Context: an optimization exercise on an open-source flow, tuned for small area, a short achievable clock period and few clock cycles per item. The choices shown serve that exercise and are no tape-out recipe.
At most, simulation tests tie the RTL to the original design; equivalence was not proved.

==> flow/design.v <==
module sha256_engine (
    input  wire         clk,
    input  wire         rst,
    input  wire         in_valid,
    output wire         in_ready,
    input  wire         first,
    input  wire [511:0] block,       
    output reg          out_valid,
    output wire [255:0] digest       
);
    localparam [255:0] IV = {32'h6a09e667, 32'hbb67ae85, 32'h3c6ef372, 32'ha54ff53a,
                             32'h510e527f, 32'h9b05688c, 32'h1f83d9ab, 32'h5be0cd19};
    localparam [2047:0] KR = {
        32'hb5c0fbcf, 32'he9b5dba5, 32'h3956c25b, 32'h59f111f1, 32'h923f82a4, 32'hab1c5ed5, 32'hd807aa98, 32'h12835b01,
        32'h243185be, 32'h550c7dc3, 32'h72be5d74, 32'h80deb1fe, 32'h9bdc06a7, 32'hc19bf174, 32'he49b69c1, 32'hefbe4786,
        32'h0fc19dc6, 32'h240ca1cc, 32'h2de92c6f, 32'h4a7484aa, 32'h5cb0a9dc, 32'h76f988da, 32'h983e5152, 32'ha831c66d,
        32'hb00327c8, 32'hbf597fc7, 32'hc6e00bf3, 32'hd5a79147, 32'h06ca6351, 32'h14292967, 32'h27b70a85, 32'h2e1b2138,
        32'h4d2c6dfc, 32'h53380d13, 32'h650a7354, 32'h766a0abb, 32'h81c2c92e, 32'h92722c85, 32'ha2bfe8a1, 32'ha81a664b,
        32'hc24b8b70, 32'hc76c51a3, 32'hd192e819, 32'hd6990624, 32'hf40e3585, 32'h106aa070, 32'h19a4c116, 32'h1e376c08,
        32'h2748774c, 32'h34b0bcb5, 32'h391c0cb3, 32'h4ed8aa4a, 32'h5b9cca4f, 32'h682e6ff3, 32'h748f82ee, 32'h78a5636f,
        32'h84c87814, 32'h8cc70208, 32'h90befffa, 32'ha4506ceb, 32'hbef9a3f7, 32'hc67178f2, 32'h428a2f98, 32'h71374491};
    function [31:0] rotr;
        input [31:0] x;
        input integer n;
        rotr = (x >> n) | (x << (32 - n));
    endfunction
    function [31:0] maj3;
        input [31:0] x, y, z;
        maj3 = (x & y) | (x & z) | (y & z);
    endfunction
    reg          busy;                 
    reg          prep;                 
    reg          pend;                 
    reg          fq;                   
    reg          hiv;                  
    reg          ivc;                  
    reg          rdy;
    reg  [5:0]   r;                    
    reg          f61, f62, f63;        
    reg  [31:0]  k_q;                  
    reg  [255:0] h_q;                  
    reg  [31:0]  a, b, c, d, e, f, g, h;
    reg  [31:0]  x_q;                  
    reg  [31:0]  w [0:15];             
    assign in_ready = rdy;
    assign digest   = h_q;
    wire idle = ~busy & ~prep;
    wire r62  = f62;
    wire last = f63;
    wire [255:0] hs = hiv ? IV : h_q;
    wire [31:0] H0 = hs[255:224], H1 = hs[223:192], H2 = hs[191:160], H3 = hs[159:128];
    wire [31:0] H4 = hs[127:96],  H5 = hs[95:64],   H6 = hs[63:32],   H7 = hs[31:0];
    wire [31:0] s1   = rotr(e, 6) ^ rotr(e, 11) ^ rotr(e, 25);
    wire [31:0] ch   = (e & f) | (~e & g);
    wire [31:0] s0   = rotr(a, 2) ^ rotr(a, 13) ^ rotr(a, 22);
    wire [31:0] mj   = maj3(a, b, c);
    wire [31:0] p1s  = x_q ^ s1 ^ ch;                    
    wire [31:0] p1c  = {maj3(x_q, s1, ch), 1'b0};
    wire [31:0] p2s  = p1s ^ p1c ^ s0;                   
    wire [31:0] p2c  = {maj3(p1s, p1c, s0), 1'b0};
    wire [31:0] p3s  = p2s ^ p2c ^ mj;                   
    wire [31:0] p3c  = {maj3(p2s, p2c, mj), 1'b0};
    wire [31:0] a_n  = p3s + p3c;
    wire [31:0] q1s  = p1s ^ p1c ^ d;                    
    wire [31:0] q1c  = {maj3(p1s, p1c, d), 1'b0};
    wire [31:0] e_n  = q1s + q1c;
    wire        r61 = f61;
    wire [31:0] ha  = r61 ? H3 : (r62 ? H2 : H1);
    wire [31:0] he  = r61 ? H7 : (r62 ? H6 : H5);
    wire [31:0] za  = a + ha;
    wire [31:0] ze  = e + he;
    wire [31:0] d_s = c + (r62 ? H4 : 32'd0) + (r62 ? ~H0 : 32'd0) + {31'd0, r62};
    wire        xfer    = last | prep;
    wire        load_iv = (prep & (fq | ivc)) | (last & pend & fq);
    wire [31:0] a_in = load_iv ? IV[255:224] : (prep ? h_q[255:224] : a_n);
    wire [31:0] b_in = load_iv ? IV[223:192] : (prep ? h_q[223:192] : (last ? za : a));
    wire [31:0] c_in = load_iv ? IV[191:160] : (xfer ? h_q[191:160] : b);
    wire [31:0] d_in = load_iv ? IV[159:128] : (xfer ? h_q[159:128] : d_s);
    wire [31:0] e_in = load_iv ? IV[127:96]  : (prep ? h_q[127:96]  : e_n);
    wire [31:0] f_in = load_iv ? IV[95:64]   : (prep ? h_q[95:64]   : (last ? ze : e));
    wire [31:0] g_in = load_iv ? IV[63:32]   : (xfer ? h_q[63:32]   : f);
    wire [31:0] h_in = load_iv ? IV[31:0]    : (xfer ? h_q[31:0]    : g);
    wire [31:0] x_n = h_in + (r62 ? H0 : 32'd0) + k_q + w[0];
    wire [31:0] ss0   = rotr(w[1], 7) ^ rotr(w[1], 18) ^ (w[1] >> 3);
    wire [31:0] ss1   = rotr(w[14], 17) ^ rotr(w[14], 19) ^ (w[14] >> 10);
    wire [31:0] w_new = ss1 + w[9] + ss0 + w[0];
    wire wload  = idle | r62;
    integer i;
    always @(posedge clk) begin
        for (i = 0; i < 15; i = i + 1)
            w[i] <= wload ? block[511 - 32*i -: 32] : w[i+1];
        w[15] <= wload ? block[31:0] : w_new;
        x_q <= x_n;
        k_q <= KR[2047 - 32*r -: 32];
        {a, b, c, d, e, f, g, h} <= {a_in, b_in, c_in, d_in, e_in, f_in, g_in, h_in};
        if (r61) begin
            h_q[159:128] <= za;
            h_q[31:0]    <= ze;
        end
        if (r62) begin
            h_q[191:160] <= za;
            h_q[63:32]   <= ze;
        end
        if (last) begin
            h_q[255:224] <= a_n;
            h_q[223:192] <= za;
            h_q[127:96]  <= e_n;
            h_q[95:64]   <= ze;
        end
        if (rst) begin
            busy      <= 1'b0;
            prep      <= 1'b0;
            pend      <= 1'b0;
            ivc       <= 1'b1;
            rdy       <= 1'b1;
            r         <= 6'd62;
            f61       <= 1'b0;
            f62       <= 1'b0;
            f63       <= 1'b0;
            out_valid <= 1'b0;
        end else begin
            out_valid <= last;
            f61 <= busy & (r == 6'd60);
            f62 <= f61;
            f63 <= f62;
            if (idle) begin
                if (in_valid) begin
                    prep <= 1'b1;
                    fq   <= first;
                    rdy  <= 1'b0;
                    r    <= 6'd63;
                end
            end
            if (prep) begin
                prep <= 1'b0;
                busy <= 1'b1;
                r    <= 6'd0;
                hiv  <= fq | ivc;
                ivc  <= 1'b0;
            end
            if (busy) begin
                r   <= r + 6'd1;
                rdy <= f61;
                if (r62 & in_valid) begin
                    pend <= 1'b1;
                    fq   <= first;
                end
                if (last) begin
                    pend <= 1'b0;
                    hiv  <= fq;
                    if (!pend) begin
                        busy <= 1'b0;
                        r    <= 6'd62;
                        rdy  <= 1'b1;
                    end
                end
            end
        end
    end
endmodule
Settings: LEC_CHECK=0, ABC_CLOCK_PERIOD_IN_PS=5000, CAP_MARGIN=20, CORE_MARGIN=2, CORE_UTILIZATION=40, SETUP_SLACK_MARGIN=5, SLEW_MARGIN=20; clock period 10.0 ns.
run.sh (not shown) runs the stock make flow with config.mk's settings and CLKGATE_MAP_FILE= SYNTH_SCRIPT=/design/flow/synth_recipe.tcl, a recipe that flattens the netlist after the stock synthesis.
The first run ran to the end with no violations.
Rerun with:
Settings changed: ABC_CLOCK_PERIOD_IN_PS 5000 to default.
The changed run produced a clean layout.
Core utilization is unchanged.
Cell area stays the same.
Wire length stays the same.
Area after synthesis stays the same.
Hold slack does not change.
Sequential cell count does not change.
First-iteration DRC count does not change.
No functional check of the RTL was part of any run of this note.

* * *

cedar:
Another version of the RTL of sha256_engine (not shown whole).
Size: about 7500 cells after synthesis, about 1000 flip-flops, about 770 I/O pins, roughly 0.059 mm2 of cells after synthesis.
==> flow/config.mk <==
export PLATFORM = sky130hd
export DESIGN_NAME = sha256_engine
export DESIGN_NICKNAME = sha256_engine
export VERILOG_FILES = /design/flow/design.v
export SDC_FILE = /design/flow/constraint.sdc
export NUM_CORES = 4
export LEC_CHECK = 0
export ABC_AREA = 1
export CAP_MARGIN = 20
export CORE_MARGIN = 2
export CORE_UTILIZATION = 40
export SLEW_MARGIN = 20
==> flow/constraint.sdc <==
create_clock -name core_clock -period 10.0 [get_ports {clk}]
set_input_delay 2.0000 -clock core_clock [delete_from_list [all_inputs] [get_ports {clk}]]
set_output_delay 2.0000 -clock core_clock [all_outputs]
set_load 0.01 [all_outputs]
standard.sh (not shown) runs the stock make flow with config.mk's settings and CLKGATE_MAP_FILE= SYNTH_SCRIPT=/design/flow/synth_recipe.tcl, a recipe that flattens the netlist after the stock synthesis.
==> flow/flow/run.sh <==
#!/bin/bash
set -euo pipefail
export SETUP_SLACK_MARGIN=6.4
export BUFFER_PORTS_ARGS="-buffer_cell sky130_fd_sc_hd__buf_1"
bash standard.sh > standard.log 2>&1
Input-level comparison between xenon and cedar:
Settings: putting SETUP_SLACK_MARGIN at 5 where nothing was set.
==> flow/flow/run.sh <==
#!/bin/bash
# The standard layout, with port buffers of the smallest buffer cell.
# Each tool's output is in orfs/logs; make's in standard.log.
set -euo pipefail
export BUFFER_PORTS_ARGS="-buffer_cell sky130_fd_sc_hd__buf_1"
bash standard.sh > standard.log 2>&1
Results
Result for xenon and cedar: all clean
The sequential share of layout area number comes out lower for cedar vs xenon.
e[24] as the origin of the worst setup path was reported by xenon, and e[12] by cedar.
Delta (xenon minus cedar): register area fell by 250 um2; count of clock-net buffers in the final layout rose by 30.
### xenon -> onyx
Settings: clearing SETUP_SLACK_MARGIN, which used to be 5.
==> flow/flow/run.sh <==
#!/bin/bash
set -euo pipefail
export SETUP_SLACK_MARGIN=6
export BUFFER_PORTS_ARGS="-buffer_cell sky130_fd_sc_hd__buf_1"
bash standard.sh > standard.log 2>&1
Results
fa_2 as the master of the slowest instance on the critical path was reported by onyx, and dfxtp_1 by xenon. Going from xenon to onyx, number of cells upsized or downsized after cts grows by about 1400%. Reported for xenon and onyx, distinct cell type count after synthesis turned out identical to the last digit. The higher number of global-route vias before repair of xenon and onyx is in onyx. Between xenon and onyx, worst setup slack increased. Summary — sequential share of layout area, onyx relative to xenon: lower, by 3.9 points. From xenon to onyx, synthesized instance count did not move at all.
For indigo, these inputs were changed with respect to onyx:
Settings: clearing ABC_AREA, which used to be 1; putting SETUP_SLACK_MARGIN at 5 where nothing was set.
==> flow/flow/run.sh <==
#!/bin/bash
# The standard layout, with port buffers of the smallest buffer cell.
# Each tool's output is in orfs/logs; make's in standard.log.
set -euo pipefail
export BUFFER_PORTS_ARGS="-buffer_cell sky130_fd_sc_hd__buf_1"
bash standard.sh > standard.log 2>&1
[summary]
- Per the comparison of indigo with onyx, core footprint now smaller, detailed-route via count has decreased, combined global-route utilization of all metal layers saw a decrease, routed metal-1 wirelength dropped about 15%, net count of the finished layout down 21%.
- indigo vs. onyx: number of global-route vias before repair dropped 9642; non-clock buffer count -11%; worst slew margin relative to its limit went up 1.1 points.
No run of this note included a check of the RTL's function; only the layout flow was run.

* * *

Another version of the RTL of sha256_engine (not shown whole).
For scale: roughly 1100 flip-flops, roughly 62000 sq um of cells after synthesis.
==> flow/config.mk <==
export PLATFORM = sky130hd
export DESIGN_NAME = sha256_engine
export DESIGN_NICKNAME = sha256_engine
export VERILOG_FILES = /design/flow/design.v
export SDC_FILE = /design/flow/constraint.sdc
export NUM_CORES = 4
export LEC_CHECK = 0
export CAP_MARGIN = 20
export CORE_MARGIN = 2
export CORE_UTILIZATION = 40
export SETUP_SLACK_MARGIN = 5
export SLEW_MARGIN = 20
==> flow/constraint.sdc <==
create_clock -name core_clock -period 10.0 [get_ports {clk}]
set_input_delay 2.0000 -clock core_clock [delete_from_list [all_inputs] [get_ports {clk}]]
set_output_delay 2.0000 -clock core_clock [all_outputs]
set_load 0.01 [all_outputs]
==> flow/flow/run.sh <==
#!/bin/bash
# The standard layout, without full/half adder cell extraction in synthesis,
# and with port buffers of the smallest buffer cell.
# Each tool's output is in orfs/logs; make's in standard.log.
set -euo pipefail
export ADDER_MAP_FILE=
export BUFFER_PORTS_ARGS="-buffer_cell sky130_fd_sc_hd__buf_1"
bash standard.sh > standard.log 2>&1
The starting point went through all stages and came out clean.
Testbench counts at the start, summed over its fixed seeds: cycles 81,944, blocks 1,280.
==> next run, changes <==
==> flow/flow/run.sh (replaced) <==
#!/bin/bash
set -euo pipefail
export SETUP_SLACK_MARGIN=6
export BUFFER_PORTS_ARGS="-buffer_cell sky130_fd_sc_hd__buf_1"
bash standard.sh > standard.log 2>&1
ABC_AREA = 1   (was not set)
PLACE_DENSITY = 0.75   (was not set)
SETUP_SLACK_MARGIN = not set   (was 5)
Routed wire length came out higher by 11%.
Final area is lower by 1.9%.
Non-clock buffer count went down by 185.

* * *

sha256_engine, a different RTL version from the one above (not shown whole).
Size in the first run: roughly 1100 flip-flops, about 770 I/O pins, about 65000 µm² of cells after synthesis.
// sha256_engine
module sha256_engine (
    input  wire         clk,
    input  wire         rst,
    input  wire         in_valid,
    output wire         in_ready,
    input  wire         first,
    input  wire [511:0] block,       
    output reg          out_valid,
    output wire [255:0] digest       
);
    localparam [255:0] IV = {32'h6a09e667, 32'hbb67ae85, 32'h3c6ef372, 32'ha54ff53a,
                             32'h510e527f, 32'h9b05688c, 32'h1f83d9ab, 32'h5be0cd19};
    localparam [2047:0] KT = {
        32'h428a2f98, 32'h71374491, 32'hb5c0fbcf, 32'he9b5dba5, 32'h3956c25b, 32'h59f111f1, 32'h923f82a4, 32'hab1c5ed5,
        32'hd807aa98, 32'h12835b01, 32'h243185be, 32'h550c7dc3, 32'h72be5d74, 32'h80deb1fe, 32'h9bdc06a7, 32'hc19bf174,
        32'he49b69c1, 32'hefbe4786, 32'h0fc19dc6, 32'h240ca1cc, 32'h2de92c6f, 32'h4a7484aa, 32'h5cb0a9dc, 32'h76f988da,
        32'h983e5152, 32'ha831c66d, 32'hb00327c8, 32'hbf597fc7, 32'hc6e00bf3, 32'hd5a79147, 32'h06ca6351, 32'h14292967,
        32'h27b70a85, 32'h2e1b2138, 32'h4d2c6dfc, 32'h53380d13, 32'h650a7354, 32'h766a0abb, 32'h81c2c92e, 32'h92722c85,
        32'ha2bfe8a1, 32'ha81a664b, 32'hc24b8b70, 32'hc76c51a3, 32'hd192e819, 32'hd6990624, 32'hf40e3585, 32'h106aa070,
        32'h19a4c116, 32'h1e376c08, 32'h2748774c, 32'h34b0bcb5, 32'h391c0cb3, 32'h4ed8aa4a, 32'h5b9cca4f, 32'h682e6ff3,
        32'h748f82ee, 32'h78a5636f, 32'h84c87814, 32'h8cc70208, 32'h90befffa, 32'ha4506ceb, 32'hbef9a3f7, 32'hc67178f2};
    function [31:0] rotr;
        input [31:0] x;
        input integer n;
        rotr = (x >> n) | (x << (32 - n));
    endfunction
    function [31:0] maj3;
        input [31:0] x, y, z;
        maj3 = (x & y) | (x & z) | (y & z);
    endfunction
  ...
export LEC_CHECK = 0
export CAP_MARGIN = 20
export CORE_MARGIN = 2
export CORE_UTILIZATION = 40
export SLEW_MARGIN = 20
create_clock -name core_clock -period 10.0 [get_ports {clk}]
run.sh (not shown) runs the stock make flow with config.mk's settings and CLKGATE_MAP_FILE= SYNTH_SCRIPT=/design/flow/synth_recipe.tcl, a recipe that flattens the netlist after the stock synthesis.
Stock flow here: none of the scripts above is used.
Then changed:
- SETUP_SLACK_MARGIN: unset -> 5
Global-route usage decreases by 0.25 points.
Worst setup slack improved by 2.2 ns.
Cell area increases by a few percent.
No run of this note included a check of the RTL's function; only the layout flow was run.

## port drivers added, routing unchanged
No port has a modelled driver above. Below, the same layouts with a new extraction and two added sets of constraints. Step 1, drivers: a clkbuf_16 drives clk and a buf_2 each remaining input, both assumed. Step 2 moves the port delays by t, midway between the first and last clock arrival at a register: inputs arrive t later, outputs are due t later. That takes back most of the time a late clock gives input paths. a / b / c = ideal / step 1 / step 2; a / b = the first two.
run | shift t [ns] | setup slack, ns | clock arrival spread, ns
the first run of note 1 | 0.839 | 5.092 / 5.092 / 5.092 | 0.117 / 0.117
the second run of note 1 | 0.839 | 5.092 / 5.092 / 5.092 | 0.117 / 0.117
cedar | 0.842 | 5.712 / 5.712 / 5.712 | 0.061 / 0.061
xenon | 0.831 | 5.100 / 5.100 / 5.100 | 0.058 / 0.058
onyx | 0.846 | 5.580 / 5.580 / 5.580 | 0.067 / 0.067
indigo | 0.817 | 4.881 / 4.881 / 4.881 | 0.095 / 0.095
the first run of note 3 | 0.847 | 4.262 / 4.262 / 4.262 | 0.066 / 0.066
the second run of note 3 | 0.846 | 5.741 / 5.741 / 5.741 | 0.121 / 0.121
the first run of note 4 | 0.867 | 1.645 / 1.645 / 1.645 | 0.067 / 0.066
the second run of note 4 | 0.853 | 3.889 / 3.889 / 3.889 | 0.081 / 0.080
After both steps every run listed still meets setup and hold.
